This is an optimization exercise on Yosys and OpenROAD, whose aim is small area, a short achievable clock period and few clock cycles per item, not a production implementation. Function was not checked in any run shown here: the RTL went through the layout flow alone.

==> flow/design.v <==
module cell_check (
    input  wire        clk,
    input  wire        rst,
    input  wire        in_valid,
    output wire        in_ready,
    input  wire [31:0] in_data,      
    input  wire [3:0]  in_stream,    
    output reg         res_valid,    
    output reg  [1:0]  res_kind,     
    output reg  [3:0]  res_stream,
    output reg  [15:0] res_lost      
);
    localparam [31:0] POLY_R = 32'hEDB8_8320;    
    localparam [31:0] HC     = 32'h76AD_8866;
    localparam [1023:0] FM = {32'h826880EF, 32'hC35CC098, 32'hE3C6E0A3, 32'h71E37051, 32'hBA9938C7, 32'hDF241C8C, 32'h6F920E46, 32'hB5A187CC, 32'hD8B84309, 32'h6C5C2184, 32'hB446902D, 32'hD84BC8F9, 32'hEE4D6493, 32'h7726B249, 32'h3B935924, 32'h1DC9AC92, 32'h8C8C56A6, 32'h46462B53, 32'h232315A9, 32'h11918AD4, 32'h08C8C56A, 32'h046462B5, 32'h805AB1B5, 32'hC245D835, 32'h6122EC1A, 32'h3091760D, 32'h9A203BE9, 32'h4D101DF4, 32'h26880EFA, 32'h1344077D, 32'h09A203BE, 32'h04D101DF};
    function [31:0] crc_shift32;
        input [31:0] x;
        integer j;
        begin
            for (j = 0; j < 32; j = j + 1)
                crc_shift32[j] = ^(x & FM[32*j +: 32]);
        end
    endfunction
    function [31:0] bswap;
        input [31:0] w;
        bswap = {w[7:0], w[15:8], w[23:16], w[31:24]};
    endfunction
    localparam [1:0] S_W0  = 2'd0,   
                     S_W1  = 2'd1,   
                     S_PRE = 2'd2,   
                     S_DAT = 2'd3;   
    reg  [1:0]  st;
    reg         rdy;         
    reg  [6:0]  wcnt;        
    reg  [31:0] cx;          
    reg         dec;         
    reg  [31:0] acc;         
    wire        take = in_valid & rdy_st;
    wire        last = (wcnt == 7'd66);
    reg         idle;
    reg  [15:0] seq;         
    reg  [3:0]  cs;          
    wire        rdy_st = (st == S_W0) || (st == S_DAT);
    assign in_ready = rdy;
    always @(posedge clk) begin
        if (st == S_W1)
            cx <= ~bswap({5'd0, acc[27:17], acc[7:0], in_data[31:24]});
        else if (st == S_PRE)
            cx <= crc_shift32(cx) ^ bswap(acc);
        else if (st == S_DAT && take)
            cx <= crc_shift32(cx) ^ (last ? ~in_data : bswap(in_data));
        if (st == S_PRE)
            wcnt <= 7'd0;
        else if (take)
            wcnt <= wcnt + 7'd1;
        dec <= 1'b0;
        rdy <= 1'b1;
        if (rst)
            st <= S_W0;
        else begin
            case (st)
            S_W0:
                if (take) begin
                    st  <= S_W1;
                    rdy <= 1'b0;
                end
            S_W1: begin
                rdy <= 1'b0;
                if (in_valid) st <= S_PRE;
            end
            S_PRE: st <= S_DAT;
            default:
                if (take && last) begin
                    st  <= S_W0;
                    dec <= 1'b1;
                end
            endcase
        end
    end
    reg  [16:0] ring [0:15];
    reg  [3:0]  head;
    reg  [15:0] lseq;        
    reg         lsync;
    reg  [3:0]  lid;
    reg         dirty;       
    wire        hit   = (head == lid);
    wire        fetch = (lid != cs) && !dirty && (head == cs);
    integer k;
    always @(posedge clk) begin
        ring[0] <= hit ? {lsync & ~rst, lseq} : {ring[15][16] & ~rst, ring[15][15:0]};
        for (k = 1; k < 16; k = k + 1)
            ring[k] <= {ring[k-1][16] & ~rst, ring[k-1][15:0]};
        head <= rst ? 4'd0 : head + 4'd1;
    end
    reg  [4:0]  hcnt;
    reg         hbusy, hdone, hdr_ok;
    reg         dq;          
    wire [15:0] delta = idle ? seq : (lsync ? (lseq ^ seq) : 16'd0);
    wire [31:0] macc  = acc[0] ? ((acc >> 1) ^ POLY_R) : (acc >> 1);
    always @(posedge clk) begin
        if (st == S_W0 && take)
            acc <= in_data;
        else if (hbusy)
            acc <= (hcnt == 5'd0) ? 32'd0 : (macc ^ (dq ? HC : 32'd0));
        if (rst || dec) begin
            hbusy  <= 1'b0;
            hdone  <= 1'b0;
        end else if (!hbusy && !hdone && hdr_ok && lid == cs) begin
            hbusy <= 1'b1;
            hcnt  <= 5'd0;
        end else if (hbusy) begin
            dq   <= delta[{~hcnt[3], hcnt[2:0]}];
            hcnt <= hcnt + 5'd1;
            if (hcnt == 5'd16) begin
                hbusy <= 1'b0;
                hdone <= 1'b1;
            end
        end
        if (rst || dec)
            hdr_ok <= 1'b0;
        else if (st == S_PRE)
            hdr_ok <= 1'b1;
    end
    reg         ok_a, ok_b, dec2;
    wire [15:0] expv   = lsync ? lseq : seq;
    wire [15:0] exp1   = expv + 16'd1;
    wire [15:0] seq1   = seq + 16'd1;
    wire [15:0] nseq   = ok_a ? exp1 : seq1;
    wire        kind2  = !idle && !ok_a && ok_b;
    wire        upd    = dec2 && !idle && (ok_a || ok_b);
    always @(posedge clk) begin
        ok_a <= (cx == acc);                   
        ok_b <= (cx == 32'd0);                 
        dec2 <= dec & ~rst;
        if (rst) begin
            lsync <= 1'b0;
            dirty <= 1'b0;
            lid   <= 4'd0;
        end else if (upd) begin
            lseq  <= nseq;
            lsync <= 1'b1;
            dirty <= 1'b1;
        end else if (fetch) begin
            lseq  <= ring[15][15:0];
            lsync <= ring[15][16];
            lid   <= cs;
        end else if (hit)
            dirty <= 1'b0;
        if (st == S_PRE) begin
            cs   <= in_stream;
            seq  <= {acc[7:0], in_data[31:24]};
            idle <= (acc[31:28] == 4'd0);
        end
        res_valid  <= dec2 & ~rst;
        res_kind   <= idle ? (ok_a ? 2'd1 : 2'd3) : (ok_a ? 2'd0 : (ok_b ? 2'd2 : 2'd3));
        res_stream <= cs;
        res_lost   <= kind2 ? (seq - lseq) : 16'd0;
    end
endmodule
==> flow/flow/run.sh <==
#!/bin/bash
# Standard layout, with the timing repair aimed further below the clock period
# than the 5 ns SETUP_SLACK_MARGIN allows in config.mk. Make's own output goes
# to make.log; each ORFS step writes its log under orfs/logs/.
set -euo pipefail
bash standard.sh SETUP_SLACK_MARGIN=5.35 finish > make.log 2>&1
==> flow/standard.sh <==
#!/bin/bash
# synth_recipe.tcl (not shown) runs the flow's synth.tcl, then flattens the netlist and writes it again
# the make line also repeats each setting of config.mk as NAME=value (left out here)
make -C /OpenROAD-flow-scripts/flow DESIGN_CONFIG=/design/flow/config.mk WORK_HOME=/design/flow/orfs CLKGATE_MAP_FILE= SYNTH_SCRIPT=/design/flow/synth_recipe.tcl "${@:-finish}"
==> flow/config.mk <==
export PLATFORM = sky130hd
export DESIGN_NAME = cell_check
export DESIGN_NICKNAME = cell_check
export VERILOG_FILES = /design/flow/design.v
export SDC_FILE = /design/flow/constraint.sdc
export NUM_CORES = 4
export LEC_CHECK = 0
export CAP_MARGIN = 20
export CORE_MARGIN = 2
export CORE_UTILIZATION = 40
export CTS_BUF_LIST = sky130_fd_sc_hd__clkbuf_8
export CTS_CLUSTER_DIAMETER = 50
export CTS_CLUSTER_SIZE = 20
export SLEW_MARGIN = 20
==> flow/constraint.sdc <==
create_clock -name core_clock -period 8.0 [get_ports {clk}]
set_input_delay 1.6000 -clock core_clock [delete_from_list [all_inputs] [get_ports {clk}]]
set_output_delay 1.6000 -clock core_clock [all_outputs]
set_load 0.01 [all_outputs]
==> load_flow_metrics.sql, run 1 <==
INSERT INTO impl_metrics (metric_group, metric, value, unit) VALUES
('run', 'maxCapViolations', '0', ''),
('place', 'place.detailed.hpwl', '27.8', 'mm'),
('grt', 'first_pass_grt_wire_length', '62.8', 'mm'),
('clock_network', 'clock_tree.buffer_depth', '3', ''),
('logic_synthesis', 'post_synth_instance_area', '0.0172', 'sq mm'),
('clock_network', 'cts.reportedPaths.clkPinSlew', '0.12', 'ns'),
('layout', 'layout-drive-gt1-share', '0.125', ''),
('logic_synthesis', 'ys_async_sr_fraction', '0', ''),
('layout', 'final_common_cell', 'dfxtp_1', ''),
('setup_path', 'timing.critical_path.slowest_cell_delay', '0.35', 'ns'),
('layout', 'filler_cells', '3870', ''),
('detailed_routing', 'detail-route-antenna-nets', '0', ''),
('grt', 'grt_use_total', '0.187', ''),
('timing', 'setup_total_negative_slack', '0', 'ns'),
('logic_synthesis', 'yosys_cell_types', '62', ''),
('setup_path', 'critPathMaxFanout', '1', ''),
('layout', 'syn2layout_area_growth', '12.6', '%'),
('setup_path', 'crit_path_top_delay_cell', 'dfxtp_2', ''),
('timing', 'clock_skew', '0.0461', 'ns'),
('logic_synthesis', 'seq_total_area_yosys', '0.562', ''),
('setup_path', 'cells_along_the_critical_path', 'clkdlybuf4s15_2', ''),
('run_status', 'outcome', 'complete, no violations', ''),
('detailed_routing', 'detail_route.drc_violations', '0', ''),
('layout', 'antenna-diode-count', '0', ''),
('timing', 'final_hold_viol_count', '0', ''),
('layout', 'finalNetCount', '1636', ''),
('grt', 'via_count_of_the_first_global_routing_pass', '10200', ''),
('setup_path', 'timing.critical_path.arrival', '1.13', 'ns'),
('detailed_routing', 'firstDrtPassIters', '6', ''),
('place', 'globalplace.congestion', '0.912', ''),
('timing', 'worst_slack', '5.27', 'ns'),
('floorplanning', 'initial_utilization', '0.408', ''),
('logic_synthesis', 'postSynthCellCount', '1493', ''),
('timing', 'worst-slew-pin-transition', '0.831', 'ns'),
('setup_path', 'cp.required', '6.40', 'ns'),
('detailed_routing', 'wire_per_inst', '19.7', 'um'),
('place', 'io_buffer_count', '62', ''),
('grt', 'grt_overflow_total', '0', ''),
('detailed_routing', 'route.detailed.vias_per_inst', '5.03', ''),
('clock_network', 'cts_tree', 'done', ''),
('detailed_routing', 'drt-initial-drc-count', '845', ''),
('detailed_routing', 'routed_wl', '41.6', 'mm'),
('floorplanning', 'die-width', '211', 'um'),
('detailed_routing', 'routed-via-count', '10600', ''),
('logic_synthesis', 'syn_nets', '1575', ''),
('timing', 'rsz0062_at_grt', 'true', ''),
('timing', 'setup_viol', '0', ''),
('timing', 'final.period_utilization', '0.341', ''),
('setup_path', 'category_of_the_most_critical_setup_path', 'register to primary output', ''),
('min_path', 'worstHoldPathType', 'register to register', ''),
('clock_network', 'htreeDepth', '2', ''),
('floorplanning', 'placementRows', '75', ''),
('place', 'dpl_worst_slack', '4.49', 'ns'),
('floorplanning', 'die_area', '0.0446', 'sq mm'),
('timing', 'max_freq', '0.366', 'GHz'),
('clock_network', 'tritoncts.num_buffers', '35', ''),
('logic_synthesis', 'synth_area_per_cell', '11.5', 'sq um'),
('grt', 'maximum_number_of_pins_on_one_net_before_global_route_repair', '100', ''),
('logic_synthesis', 'ys_dominant_reg_cell', 'dfxtp_1', ''),
('timing', 'worst_slew_margin_relative_to_its_limit', '0.444', ''),
('clock_network', 'clock_insertion_delay_worst_skew', '0.59', 'ns'),
('logic_synthesis', 'ys_ff_latch', '429', ''),
('layout', 'final_cell_mix', 'dfxtp_1, xnor2_1, edfxtp_1, xor2_1, nor2_1', ''),
('setup_path', 'cpLargestDelayFamily', 'flip-flops', ''),
('floorplanning', 'floorplan.io_pins', '63', ''),
('floorplanning', 'fp.dieH', '211', 'um'),
('timing', 'timing_max_transition_violations_final', '0', ''),
('clock_network', 'cell_at_the_root_of_the_clock_tree', 'clkbuf_8', ''),
('setup_path', 'critical_path.startpoint_type', 'register', ''),
('grt', 'antenna_found_initial', '0', ''),
('timing', 'post-route-min-period', '2.73', 'ns'),
('clock_network', 'cts_sinks', '429', ''),
('logic_synthesis', 'synth_edf_count', '107', ''),
('logic_synthesis', 'synth.yosys.warnings', '2', ''),
('setup_path', 'cp-end-kind', 'primary output', ''),
('floorplanning', 'placeableCoreArea', '0.0421', 'sq mm'),
('setup_path', 'cp_num_buf_inv', '1', '');
[flip-flops by register name, indices dropped and copies added, names as in the netlist, 2 cells and up]
| signal | flops |
|---|---|
| cx | 32 |
| res_stream | 4 |
| seq | 16 |
| res_lost | 16 |
| wcnt | 7 |
| res_kind | 2 |
| lid | 4 |
| hcnt | 5 |
| ring | 272 |
| st | 2 |
| acc | 32 |
| lseq | 16 |
| head | 4 |
| cs | 4 |
[Yosys cell counts (all sizes together), types with 3 or more instances]
| cell type | number | area (sq um) |
|---|---|---|
| buf | 47 | 294 |
| nor3 | 12 | 70.1 |
| nand4 | 14 | 93.8 |
| inv | 66 | 248 |
| a31oi | 3 | 18.8 |
| and2 | 3 | 22.5 |
| o21bai | 4 | 30.0 |
| a21oi | 58 | 290 |
| nor3b | 3 | 22.5 |
| ha | 42 | 526 |
| mux2i | 45 | 450 |
| nor2b | 25 | 156 |
| nor4 | 12 | 81.3 |
| a21o | 3 | 22.5 |
| a211o | 3 | 26.3 |
| nand3 | 18 | 90.1 |
| nand2 | 69 | 262 |
| o21ai | 60 | 308 |
| clkbuf | 41 | 155 |
| o31ai | 4 | 43.8 |
| dfxtp | 322 | 6450 |
| xor2 | 94 | 831 |
| o21a | 4 | 30.0 |
| xnor2 | 254 | 2270 |
| a22o | 32 | 280 |
| a211oi | 23 | 173 |
| mux2 | 3 | 33.8 |
| o211ai | 6 | 45.0 |
| edfxtp | 107 | 3210 |
| nor2 | 86 | 323 |
| mux4 | 5 | 113 |
| nand2b | 8 | 50.1 |
[routing by layer]
metal  track usage  share of wire
met3        0.0266          0.055
met5             0              0
met1         0.256           0.45
met4        0.0923          0.049
met2         0.293           0.45
[repair_timing]
| item | 4_1_cts | 5_1_grt |
|---|---|---|
| gates cloned | 3 | 0 |
| hold buffers | 0 | 0 |
| pin swaps | 3 | 2 |
| gates resized for setup | 129 | 36 |
| setup buffers | 27 | 15 |
| endpoints found under the setup margin | 159 | 53 |
[final cells by class]
type	instances	area, sq um	area share
flip-flops and latches	429	9690	0.501
well taps	539	674	0.0349
multi-input cells	913	7050	0.365
inverters	66	248	0.0128
repair buffers	109	992	0.0513
clock buffers	36	495	0.0256
clock inverters	21	201	0.0104
[through the flow]
step	instance area (sq um)	util	std cells	hold slack, ns
floorplan	17200	-	1493	0.310
global placement	18100	0.430	2011	0.310
detailed placement	18100	0.430	2011	0.312
CTS	19100	0.453	2098	0.317
global route	19300	0.459	2113	0.325
finish	19300	0.459	2113	0.315
[final timing paths]
path              cells past startpoint        start          end  slack [ns]
setup / recovery                      1  res_lost[3]  res_lost[3]        5.27
hold / removal                        0  ring[2][15]  ring[3][15]        0.32
setup reg to reg                      7       cx[30]       cx[19]        5.39
hold reg to reg                       0  ring[2][15]  ring[3][15]        0.32
[logic make-up after synthesis]
logic type,count (synthesis),synth area share
and+or+nand+nor,262,0.0738
buffers and inverters,154,0.0406
muxes,53,0.0347
adders and majority gates,43,0.0318
DFF,429,0.562
xor gates and xnor gates,349,0.182
AOI/OAI and AO/OA,203,0.0752
==> run 2: changes to the inputs <==
==> flow/flow/run.sh (replaced) <==
#!/bin/bash
# Standard layout, with the timing repair aimed further below the clock period
# than the 5 ns SETUP_SLACK_MARGIN allows in config.mk. Make's own output goes
# to make.log; each ORFS step writes its log under orfs/logs/.
set -euo pipefail
bash standard.sh SETUP_SLACK_MARGIN=5.45 finish > make.log 2>&1
==> run 2 against run 1 <==
  * Synthesized area unchanged
  * Critical path depth unchanged
  * Cell area up 1.5%
  * Still clean on timing, DRC and antenna
  * Clock-buffer cell count up 5
  * Routed wire length up 2.9%
  * Maximum frequency up 2.0%
  * Hold slack worse by 0.016 ns
  * Critical endpoint is now res_lost[9]
  * Die area unchanged
  * Highest routed layer unchanged
==> load_flow_metrics.sql, run 2 <==
INSERT INTO impl_metrics (metric_group, metric, value, unit) VALUES
('run_status', 'outcome', 'complete, no violations', ''),
('clock_network', 'htreeDepth', '2', ''),
('grt', 'maximum_number_of_pins_on_one_net_before_global_route_repair', '56', ''),
('detailed_routing', 'routed_wl', '42.8', 'mm'),
('floorplanning', 'die_area', '0.0446', 'sq mm'),
('detailed_routing', 'routed-via-count', '10600', ''),
('logic_synthesis', 'synthXorXnorAreaFrac', '0.182', ''),
('place', 'placed_area', '0.0181', 'sq mm'),
('timing', 'setup_total_negative_slack', '0', 'ns'),
('logic_synthesis', 'synth.largest_area_cell', 'dfxtp_1', ''),
('logic_synthesis', 'yosys.cell_count.top_type', 'dfxtp_1', ''),
('logic_synthesis', 'ys_dominant_reg_cell', 'dfxtp_1', ''),
('logic_synthesis', 'yosys_cell_types', '62', ''),
('logic_synthesis', 'synth_compound_area_frac', '0.0752', ''),
('floorplanning', 'initial_utilization', '0.408', ''),
('setup_path', 'timing.critical_path.to', 'res_lost[9]', ''),
('layout', 'final_cell_mix', 'dfxtp_1, xnor2_1, edfxtp_1, xor2_1, nor2_1', ''),
('grt', 'grt_use_total', '0.195', ''),
('detailed_routing', 'detail_route.drc_violations', '0', ''),
('logic_synthesis', 'main_combinational_cell_family_by_area_after_synthesis', 'XOR/XNOR gates', ''),
('layout', 'final_common_cell', 'dfxtp_1', ''),
('detailed_routing', 'detail-route-antenna-nets', '0', ''),
('setup_path', 'cells_along_the_critical_path', 'buf_6', ''),
('layout', 'filler_cells', '3906', ''),
('setup_path', 'reg2regPathDepth', '8', ''),
('logic_synthesis', 'seq_total_area_yosys', '0.562', ''),
('detailed_routing', 'route.detailed.vias_per_inst', '4.94', ''),
('timing', 'clock_skew', '0.0577', 'ns'),
('setup_path', 'crit_cells', '1', ''),
('layout', 'layout-drive-gt1-share', '0.142', ''),
('logic_synthesis', 'synth_area_per_cell', '11.5', 'sq um'),
('floorplanning', 'die-width', '211', 'um'),
('setup_path', 'timing.critical_path.slowest_cell_delay', '0.34', 'ns'),
('min_path', 'worstHoldPathType', 'register to register', ''),
('logic_synthesis', 'postSynthCellCount', '1493', ''),
('detailed_routing', 'drt-initial-drc-count', '736', ''),
('logic_synthesis', 'synthMuxAreaShare', '0.0347', ''),
('timing', 'final.period_utilization', '0.335', ''),
('logic_synthesis', 'synth.top_cell.area_share', '0.375', ''),
('logic_synthesis', 'adder_and_majority_gate_portion_of_the_synthesized_area', '0.0318', ''),
('timing', 'rsz0062_at_grt', 'true', ''),
('setup_path', 'category_of_the_most_critical_setup_path', 'register to primary output', ''),
('layout', 'syn2layout_area_growth', '14.3', '%'),
('timing', 'worst_slew_margin_relative_to_its_limit', '0.433', ''),
('setup_path', 'cp_num_buf_inv', '1', ''),
('setup_path', 'critical_path.reg2reg.startpoint', 'cx[29]', ''),
('timing', 'post-route-min-period', '2.68', 'ns'),
('logic_synthesis', 'synth.top_cells.by_area', 'dfxtp_1, edfxtp_1, xnor2_1, xor2_1, ha_1', ''),
('clock_network', 'cts_tree', 'done', ''),
('logic_synthesis', 'ys_async_sr_fraction', '0', ''),
('floorplanning', 'fp.dieH', '211', 'um'),
('clock_network', 'clock_insertion_delay_worst_skew', '0.62', 'ns'),
('clock_network', 'clock_tree.buffer_depth', '3', ''),
('setup_path', 'cp.required', '6.40', 'ns'),
('layout', 'largest_register', 'ring', ''),
('logic_synthesis', 'post_synth_instance_area', '0.0172', 'sq mm'),
('floorplanning', 'placeableCoreArea', '0.0421', 'sq mm'),
('setup_path', 'cp-end-kind', 'primary output', ''),
('place', 'place.detailed.hpwl', '29.1', 'mm'),
('place', 'globalplace.congestion', '0.899', ''),
('detailed_routing', 'wire_per_inst', '20.0', 'um'),
('layout', 'antenna-diode-count', '0', ''),
('timing', 'final_hold_viol_count', '0', ''),
('setup_path', 'critPathMaxFanout', '1', ''),
('layout', 'max_ffs_per_register', '272', ''),
('grt', 'grt_overflow_total', '0', ''),
('logic_synthesis', 'syn_nets', '1575', ''),
('timing', 'worst_slack', '5.32', 'ns'),
('setup_path', 'timing.critical_path.arrival', '1.08', 'ns'),
('setup_path', 'startpoint', 'res_lost[9]', ''),
('floorplanning', 'placementRows', '75', ''),
('detailed_routing', 'firstDrtPassIters', '5', ''),
('clock_network', 'cts.reportedPaths.clkPinSlew', '0.11', 'ns'),
('timing', 'worst-slew-pin-transition', '0.850', 'ns'),
('clock_network', 'cell_at_the_root_of_the_clock_tree', 'clkbuf_8', ''),
('timing', 'timing_max_transition_violations_final', '0', ''),
('clock_network', 'tritoncts.num_buffers', '37', ''),
('layout', 'finalNetCount', '1657', ''),
('timing', 'setup_viol', '0', ''),
('logic_synthesis', 'synth_edf_count', '107', ''),
('logic_synthesis', 'synth.yosys.warnings', '2', ''),
('place', 'dpl_worst_slack', '4.43', 'ns'),
('layout', 'layout_top_registers', 'ring: 272 flops, acc: 32 flops, cx: 32 flops', ''),
('layout', 'layoutNonFillerInstCount', '2141', ''),
('clock_network', 'cts_sinks', '429', ''),
('setup_path', 'critical_path.startpoint_type', 'register', ''),
('setup_path', 'cpLargestDelayFamily', 'flip-flops', ''),
('setup_path', 'crit_path_top_delay_cell', 'dfxtp_2', ''),
('layout', 'layout.core_utilization', '0.466', ''),
('place', 'placedCellCount', '2012', ''),
('logic_synthesis', 'cell_types_with_the_highest_counts_after_synthesis', 'dfxtp_1, xnor2_1, edfxtp_1', ''),
('logic_synthesis', 'ys_ff_latch', '429', ''),
('timing', 'hold_ws', '0.299', 'ns'),
('floorplanning', 'floorplan.io_pins', '63', ''),
('grt', 'antenna_found_initial', '0', ''),
('clock_network', 'hold_fix_buffers_at_cts', '0', ''),
('setup_path', 'reg2reg_setup_slack', '5.46', 'ns'),
('place', 'io_buffer_count', '62', ''),
('layout', 'post-route-cell-area', '0.0196', 'sq mm'),
('grt', 'via_count_of_the_first_global_routing_pass', '10400', ''),
('logic_synthesis', 'synth_simple_gate_area_frac', '0.0738', ''),
('setup_path', 'rr_endpoint', 'cx[24]', ''),
('run', 'maxCapViolations', '0', ''),
('timing', 'max_freq', '0.374', 'GHz'),
('grt', 'first_pass_grt_wire_length', '64.2', 'mm');
-- run 2: how the worst min path moves through the flow --
stage | startpoint | to | slack, ns | depth (start not counted)
5_1_grt | ring[7][1] | ring[8][1] | 0.30 | 0
4_1_cts | ring[0][2] | ring[1][2] | 0.29 | 0
2_1_floorplan | ring[9][0] | ring[10][0] | 0.31 | 0
6_report | ring[7][1] | ring[8][1] | 0.30 | 0
3_3_place_gp | ring[8][13] | ring[9][13] | 0.31 | 0
3_5_place_dp | ring[11][4] | ring[12][4] | 0.31 | 0
-- run 2: cells by family after synthesis --
group	Yosys count
compound gates	203
xor+xnor	349
fa+ha+maj	43
buf+inv	154
flops	429
mux	53
simple gates	262
-- run 2: timing repair --
item | 4_1_cts | 5_1_grt
buffers inserted | 30 | 30
resized for setup | 132 | 38
setup endpoints to repair | 173 | 71
endpoints found under the hold margin | 0 | 0
pin swaps | 4 | 4
gates cloned | 3 | 0
-- run 2: area by class of cell --
class | instances | area, sq um | share of cell area
well taps | 539 | 674 | 0.0343
clock inverters | 25 | 238 | 0.0121
inverters | 66 | 248 | 0.0126
multi-input cells | 913 | 7120 | 0.363
flip-flops and latches | 429 | 9680 | 0.493
clock buffers | 41 | 564 | 0.0287
repair buffers | 128 | 1120 | 0.0568
-- run 2: layer usage --
layer | routed length [um] | track usage | share of wire
met4 | 1800 | 0.0894 | 0.042
met3 | 2490 | 0.0367 | 0.058
met1 | 18200 | 0.249 | 0.43
met5 | 0 | 0 | 0
met2 | 20300 | 0.319 | 0.47
==> run 3: changes to the inputs <==
==> flow/flow/run.sh (replaced) <==
#!/bin/bash
# Standard layout, with the timing repair aimed further below the clock period
# than the 5 ns SETUP_SLACK_MARGIN allows in config.mk. Make's own output goes
# to make.log; each ORFS step writes its log under orfs/logs/.
set -euo pipefail
bash standard.sh SETUP_SLACK_MARGIN=5.6 finish > make.log 2>&1
==> run 3 against run 2 <==
  * Die area is the same
  * Flip-flop and latch count unchanged
  * Critical path depth did not move
  * Core utilization grew 0.80 points
  * Highest routed layer unchanged
  * Still clean on timing, DRC and antenna
  * Critical endpoint is now res_lost[0]
  * Register-to-register slack improved by 0.16 ns
  * Sequential share of layout area shrank 0.84 points
  * Via count grew 3.2%
  * Clock skew is 0.029 ns lower
==> load_flow_metrics.sql, run 3 <==
INSERT INTO impl_metrics (metric_group, metric, value, unit) VALUES
('setup_path', 'timing.critical_path.arrival', '1.02', 'ns'),
('place', 'io_buffer_count', '62', ''),
('setup_path', 'category_of_the_most_critical_setup_path', 'register to primary output', ''),
('floorplanning', 'initial_utilization', '0.408', ''),
('place', 'placed_area', '0.0182', 'sq mm'),
('clock_network', 'htreeDepth', '2', ''),
('setup_path', 'cpLargestDelayFamily', 'flip-flops', ''),
('logic_synthesis', 'seq_total_area_yosys', '0.562', ''),
('grt', 'grt_use_total', '0.194', ''),
('logic_synthesis', 'syn_nets', '1575', ''),
('grt', 'antenna_found_initial', '0', ''),
('logic_synthesis', 'postSynthCellCount', '1493', ''),
('clock_network', 'clock_insertion_delay_worst_skew', '0.59', 'ns'),
('grt', 'grt_overflow_total', '0', ''),
('timing', 'max_freq', '0.381', 'GHz'),
('logic_synthesis', 'cell_types_with_the_highest_counts_after_synthesis', 'dfxtp_1, xnor2_1, edfxtp_1', ''),
('layout', 'final_common_cell', 'dfxtp_1', ''),
('min_path', 'worstHoldPathType', 'register to register', ''),
('clock_network', 'cell_at_the_root_of_the_clock_tree', 'clkbuf_8', ''),
('clock_network', 'clock_tree.buffer_depth', '3', ''),
('clock_network', 'cts.reportedPaths.clkPinSlew', '0.11', 'ns'),
('floorplanning', 'die_area', '0.0446', 'sq mm'),
('grt', 'maximum_number_of_pins_on_one_net_before_global_route_repair', '85', ''),
('clock_network', 'tritoncts.num_buffers', '36', ''),
('layout', 'post-route-cell-area', '0.0200', 'sq mm'),
('layout', 'filler_cells', '3864', ''),
('logic_synthesis', 'synth_simple_gate_area_frac', '0.0738', ''),
('grt', 'use_met3', '0.0358', ''),
('logic_synthesis', 'synth.largest_area_cell', 'dfxtp_1', ''),
('logic_synthesis', 'ys_ff_latch', '429', ''),
('layout', 'finalNetCount', '1660', ''),
('logic_synthesis', 'synth.top_cells.by_area', 'dfxtp_1, edfxtp_1, xnor2_1, xor2_1, ha_1', ''),
('place', 'placedCellCount', '2012', ''),
('grt', 'first_pass_grt_wire_length', '64.7', 'mm'),
('detailed_routing', 'firstDrtPassIters', '5', ''),
('setup_path', 'cp-end-kind', 'primary output', ''),
('setup_path', 'cells_along_the_critical_path', 'buf_6', ''),
('floorplanning', 'placementRows', '75', ''),
('layout', 'layoutNonFillerInstCount', '2143', ''),
('layout', 'layout.core_utilization', '0.474', ''),
('run_status', 'outcome', 'complete, no violations', ''),
('layout', 'layout-drive-gt1-share', '0.175', ''),
('logic_synthesis', 'ys_async_sr_fraction', '0', ''),
('detailed_routing', 'routed-via-count', '10900', ''),
('layout', 'max_ffs_per_register', '272', ''),
('detailed_routing', 'wire_per_inst', '20.3', 'um'),
('run', 'maxCapViolations', '0', ''),
('setup_path', 'critPathMaxFanout', '1', ''),
('detailed_routing', 'routed_wl', '43.4', 'mm'),
('logic_synthesis', 'yosys_cell_types', '62', ''),
('timing', 'final.period_utilization', '0.328', ''),
('logic_synthesis', 'synth_compound_area_frac', '0.0752', ''),
('timing', 'setup_viol', '0', ''),
('detailed_routing', 'drt-initial-drc-count', '939', ''),
('setup_path', 'cp.required', '6.40', 'ns'),
('logic_synthesis', 'synthMuxAreaShare', '0.0347', ''),
('layout', 'layout_top_registers', 'ring: 272 flops, acc: 32 flops, cx: 32 flops', ''),
('detailed_routing', 'detail-route-antenna-nets', '0', ''),
('setup_path', 'reg2regPathDepth', '7', ''),
('logic_synthesis', 'synthXorXnorAreaFrac', '0.182', ''),
('grt', 'via_count_of_the_first_global_routing_pass', '10600', ''),
('timing', 'final_hold_viol_count', '0', ''),
('timing', 'timing_max_transition_violations_final', '0', ''),
('clock_network', 'hold_fix_buffers_at_cts', '0', ''),
('setup_path', 'critical_path.startpoint_type', 'register', ''),
('logic_synthesis', 'post_synth_instance_area', '0.0172', 'sq mm'),
('timing', 'worst-slew-pin-transition', '0.852', 'ns'),
('logic_synthesis', 'ys_dominant_reg_cell', 'dfxtp_1', ''),
('logic_synthesis', 'yosys.cell_count.top_type', 'dfxtp_1', ''),
('logic_synthesis', 'main_combinational_cell_family_by_area_after_synthesis', 'XOR/XNOR gates', ''),
('detailed_routing', 'route.detailed.vias_per_inst', '5.10', ''),
('logic_synthesis', 'synth.top_cell.area_share', '0.375', ''),
('setup_path', 'cp_num_buf_inv', '1', ''),
('clock_network', 'cts_sinks', '429', ''),
('min_path', 'worst_hold_path.num_cells', '0', ''),
('layout', 'largest_register', 'ring', ''),
('setup_path', 'timing.critical_path.slowest_cell_delay', '0.34', 'ns'),
('logic_synthesis', 'synth_area_per_cell', '11.5', 'sq um'),
('timing', 'post-route-min-period', '2.62', 'ns'),
('layout', 'final_cell_mix', 'dfxtp_1, xnor2_1, edfxtp_1, xor2_1, nor2_1', ''),
('grt', 'busiest_layer', 'met2', ''),
('setup_path', 'crit_cells', '1', ''),
('floorplanning', 'placeableCoreArea', '0.0421', 'sq mm'),
('setup_path', 'crit_path_top_delay_cell', 'dfxtp_2', ''),
('logic_synthesis', 'synth.yosys.warnings', '2', ''),
('place', 'place.detailed.hpwl', '28.7', 'mm'),
('timing', 'rsz0062_at_grt', 'true', ''),
('logic_synthesis', 'synth_edf_count', '107', ''),
('logic_synthesis', 'adder_and_majority_gate_portion_of_the_synthesized_area', '0.0318', ''),
('floorplanning', 'fp.dieH', '211', 'um'),
('timing', 'clock_skew', '0.0287', 'ns'),
('floorplanning', 'floorplan.io_pins', '63', ''),
('timing', 'setup_total_negative_slack', '0', 'ns'),
('timing', 'worst_slew_margin_relative_to_its_limit', '0.427', ''),
('layout', 'antenna-diode-count', '0', ''),
('layout', 'syn2layout_area_growth', '16.3', '%'),
('clock_network', 'cts_tree', 'done', ''),
('floorplanning', 'die-width', '211', 'um'),
('grt', 'groute.layer.met2.usage', '0.322', ''),
('grt', 'global_route.usage.met1', '0.251', ''),
('place', 'globalplace.congestion', '0.958', ''),
('detailed_routing', 'detail_route.drc_violations', '0', '');
==> run 3: final cells by class <==
| type | count | area [sq um] | share of cell area |
|---|---|---|---|
| Inverter | 66 | 248 | 0.0124 |
| Sequential cell | 429 | 9680 | 0.484 |
| Tap cell | 539 | 674 | 0.0338 |
| Multi-Input combinational cell | 916 | 7460 | 0.373 |
| Clock inverter | 24 | 272 | 0.0136 |
| Clock buffer | 40 | 551 | 0.0276 |
| Timing Repair Buffer | 129 | 1100 | 0.0551 |
==> run 3: worst register-to-register path, cell delays in order (launching register included) <==
cell and delay (ns):
edfxtp_1 0.50, buf_4 0.23, xor2_2 0.19, xnor2_1 0.46, xor2_1 0.15, xnor2_1 0.34, xnor2_1 0.16, mux2i_1 0.09
==> run 3: cells by family after synthesis <==
logic type | after synthesis
AOI/OAI and AO/OA | 203
xor gates and xnor gates | 349
adders and majority gates | 43
buffers and inverters | 154
DFF | 429
muxes | 53
and+or+nand+nor | 262
==> run 3: worst paths after layout <==
path	from	endpoint	slack, ns
worst min-delay path	ring[13][2]	ring[14][2]	0.32
worst max-delay path	res_lost[0]	res_lost[0]	5.38
worst max register to register	cx[11]	cx[17]	5.62
worst min register to register	ring[13][2]	ring[14][2]	0.32
==> run 3: routing by layer <==
layer | part of all wire | vias to the layer above
met5 | 0 | -
met3 | 0.071 | 103
met1 | 0.42 | 5255
li1 | - | 5152
met2 | 0.48 | 412
met4 | 0.036 | 0
==> run 3: through the flow <==
step,worst slack (ns),hold WS (ns)
floorplan,5.34,0.310
CTS,5.33,0.320
global placement,4.32,0.311
finish,5.38,0.317
global route,5.31,0.315
detailed placement,4.41,0.312
==> run 3: repair_timing <==
item,in CTS,in global routing
pin swaps,16,22
gates resized for setup,177,78
endpoints found under the setup margin,197,134
cloned,5,1
buffers inserted,39,22
==> run 4: changes to the inputs <==
==> flow/flow/run.sh (replaced) <==
#!/bin/bash
# Standard layout, with the timing repair aimed further below the clock period
# than the 5 ns SETUP_SLACK_MARGIN allows in config.mk, and plain buffers on the
# ports. Make's own output goes to make.log; each ORFS step writes its log
# under orfs/logs/.
set -euo pipefail
bash standard.sh 'BUFFER_PORTS_ARGS=-buffer_cell sky130_fd_sc_hd__buf_4' SETUP_SLACK_MARGIN=5.6 finish > make.log 2>&1
==> run 4 against run 3 <==
  * Hold slack better by 0.0017 ns
  * Sequential share of layout area is 0.45 points higher
  * Clock-buffer cell count is 1 lower
  * Setup slack better by 0.0047 ns
  * Die area unchanged
  * Synthesized area stayed put
  * Flip-flop and latch count did not move
  * Routed wire length is 3.4% lower
  * Critical path depth unchanged
==> load_flow_metrics.sql, run 4 <==
INSERT INTO impl_metrics (metric_group, metric, value, unit) VALUES
('setup_path', 'timing.critical_path.slowest_cell_delay', '0.34', 'ns'),
('layout', 'syn2layout_area_growth', '15.4', '%'),
('clock_network', 'cts_sinks', '429', ''),
('layout', 'layout.core_utilization', '0.471', ''),
('logic_synthesis', 'synth_area_per_cell', '11.5', 'sq um'),
('logic_synthesis', 'synth.top_cells.by_area', 'dfxtp_1, edfxtp_1, xnor2_1, xor2_1, ha_1', ''),
('place', 'dpl_worst_slack', '4.84', 'ns'),
('setup_path', 'reg2regPathDepth', '10', ''),
('setup_path', 'critical_path.startpoint_type', 'register', ''),
('floorplanning', 'placeableCoreArea', '0.0421', 'sq mm'),
('logic_synthesis', 'synth.top_cell.area_share', '0.375', ''),
('place', 'placedCellCount', '2010', ''),
('logic_synthesis', 'ys_ff_latch', '429', ''),
('logic_synthesis', 'seq_total_area_yosys', '0.562', ''),
('logic_synthesis', 'cell_types_with_the_highest_counts_after_synthesis', 'dfxtp_1, xnor2_1, edfxtp_1', ''),
('logic_synthesis', 'post_synth_instance_area', '0.0172', 'sq mm'),
('run_status', 'outcome', 'complete, no violations', ''),
('setup_path', 'reg2reg_setup_slack', '5.63', 'ns'),
('setup_path', 'critical_path.reg2reg.startpoint', 'cx[12]', ''),
('min_path', 'hold_path_startpoint', 'ring[11][13]', ''),
('min_path', 'worst_hold_path.num_cells', '0', ''),
('timing', 'worst_slew_margin_relative_to_its_limit', '0.496', ''),
('layout', 'layout-drive-gt1-share', '0.197', ''),
('detailed_routing', 'routed-via-count', '10700', ''),
('run', 'maxCapViolations', '0', ''),
('clock_network', 'cts.reportedPaths.clkPinSlew', '0.11', 'ns'),
('timing', 'final_hold_viol_count', '0', ''),
('logic_synthesis', 'ys_async_sr_fraction', '0', ''),
('logic_synthesis', 'synth_edf_count', '107', ''),
('logic_synthesis', 'ys_dominant_reg_cell', 'dfxtp_1', ''),
('timing', 'setup_viol', '0', ''),
('logic_synthesis', 'synth.largest_area_cell', 'dfxtp_1', ''),
('layout', 'max_ffs_per_register', '272', ''),
('detailed_routing', 'wire_per_inst', '19.7', 'um'),
('timing', 'clock_skew', '0.0259', 'ns'),
('clock_network', 'tritoncts.num_buffers', '36', ''),
('grt', 'grt_overflow_total', '0', ''),
('timing', 'timing_max_transition_violations_final', '0', ''),
('detailed_routing', 'drt-initial-drc-count', '945', ''),
('layout', 'final-seq-area', '0.00970', 'sq mm'),
('clock_network', 'clock_insertion_delay_worst_skew', '0.58', 'ns'),
('setup_path', 'cpLargestDelayFamily', 'flip-flops', ''),
('setup_path', 'crit_cells', '1', ''),
('min_path', 'worstHoldPathType', 'register to register', ''),
('layout', 'antenna-diode-count', '0', ''),
('clock_network', 'cell_at_the_root_of_the_clock_tree', 'clkbuf_8', ''),
('detailed_routing', 'detail-route-antenna-nets', '0', ''),
('setup_path', 'cp.required', '6.40', 'ns'),
('setup_path', 'cells_along_the_critical_path', 'buf_6', ''),
('layout', 'multiInputGateArea', '0.00740', 'sq mm'),
('timing', 'max_freq', '0.382', 'GHz'),
('layout', 'layout_top_registers', 'ring: 272 flops, acc: 32 flops, cx: 32 flops', ''),
('setup_path', 'cp-end-kind', 'primary output', ''),
('logic_synthesis', 'postSynthCellCount', '1493', ''),
('setup_path', 'crit_path_top_delay_cell', 'dfxtp_2', ''),
('layout', 'filler_cells', '3788', ''),
('clock_network', 'clock_tree.buffer_depth', '3', ''),
('setup_path', 'critPathMaxFanout', '1', ''),
('min_path', 'hold-path-endpoint', 'ring[12][13]', ''),
('detailed_routing', 'firstDrtPassIters', '5', ''),
('detailed_routing', 'detail_route.drc_violations', '0', ''),
('setup_path', 'category_of_the_most_critical_setup_path', 'register to primary output', ''),
('timing', 'final.period_utilization', '0.327', ''),
('layout', 'final_cell_mix', 'dfxtp_1, xnor2_1, edfxtp_1, buf_4, xor2_1', ''),
('grt', 'via_count_of_the_first_global_routing_pass', '10300', ''),
('grt', 'antenna_found_initial', '0', ''),
('logic_synthesis', 'synth.yosys.warnings', '2', ''),
('logic_synthesis', 'yosys.cell_count.top_type', 'dfxtp_1', '');
==> run 4: changes by cell type in the layout (fill, tap and decap cells not counted), sizes merged, moves of 2 or more <==
| cell | before | now |
|---|---|---|
| buf | 91 | 121 |
| dlygate4sd2 | 16 | 0 |
| clkdlybuf4s50 | 10 | 0 |
| dlymetal6s2s | 9 | 0 |
| a211o | 6 | 3 |
| clkdlybuf4s15 | 3 | 0 |
| clkinvlp | 4 | 1 |
| clkinv | 6 | 4 |
==> run 4: stage by stage <==
stage	cell area (sq um)
global placement	18000
finish	19800
global route	19800
CTS	19300
floorplan	17300
detailed placement	18000
==> run 4: cell type report <==
cell class | instances | share of cell area
clock buffers | 39 | 0.0271
clock inverters | 20 | 0.0119
inverters | 66 | 0.0125
multi-input cells | 912 | 0.373
flip-flops and latches | 429 | 0.489
well taps | 539 | 0.0340
repair buffers | 121 | 0.0524
==> run 4: cell families after synthesis <==
family,Yosys count,share of synthesized area
fa+ha+maj,43,0.0318
xor+xnor,349,0.182
mux,53,0.0347
simple gates,262,0.0738
compound gates,203,0.0752
flops,429,0.562
buf+inv,154,0.0406
==> run 4: worst max path at each step <==
stage	to	slack (ns)	start
finish	res_lost[3]	5.38	res_lost[3]
global route	res_lost[0]	5.32	res_lost[0]
CTS	res_lost[3]	5.33	res_lost[3]
detailed placement	cx[11]	4.84	in_valid
global placement	acc[11]	4.67	in_valid
floorplan	acc[0]	5.34	in_valid
==> run 4: timing repair <==
item | 4_1_cts | 5_1_grt
buffers inserted | 34 | 21
cloned | 0 | 2
pin swaps | 8 | 21
endpoints found under the setup margin | 125 | 135
resized for setup | 83 | 58
hold buffers | 0 | 0
==> run 4: metal layers <==
layer | vias to the layer above | routed length (um) | GRT usage | share of wire
li1 | 5122 | - | - | -
met1 | 5189 | 18400 | 0.255 | 0.44
met2 | 308 | 19800 | 0.306 | 0.47
met3 | 90 | 2430 | 0.0293 | 0.058
met4 | 0 | 1290 | 0.0614 | 0.031
met5 | - | 0 | 0 | 0

-- separate check: timing with driven ports --
How much do the figures lean on ideal ports? The routed layouts below were timed once more, with nothing changed but the port constraints.
Step 1 sets driving cells, clkbuf_16 on the clock port and buf_2 on the other inputs (assumed; they add their load-dependent delay and slew).
Step 2 moves the port delays by t, midway between the first and last clock arrival at a register: inputs arrive t later, outputs are due t later. That takes back most of the time a late clock gives input paths.
a / b / c = ideal / step 1 / step 2; a / b = the first two.
| run | shift t [ns] | setup WS [ns] | worst setup path at the end | slew at the worst register clock pin (ns) | cell pins on the clock port's net |
|---|---|---|---|---|---|
| run 1 | 0.610 | 5.271 / 5.226 / 4.766 | input to register | 0.12 / 0.12 | 1 |
| run 2 | 0.639 | 5.323 / 5.275 / 4.873 | input to register | 0.11 / 0.11 | 1 |
| run 3 | 0.619 | 5.376 / 5.332 / 4.990 | input to register | 0.12 / 0.12 | 1 |
| run 4 | 0.609 | 5.380 / 5.333 / 5.044 | input to register | 0.12 / 0.12 | 1 |
After both steps setup and hold are still met in every run listed. For run 1, which loses most, drivers alone change the setup slack by -0.045 ns; drivers and shift together by -0.505 ns.
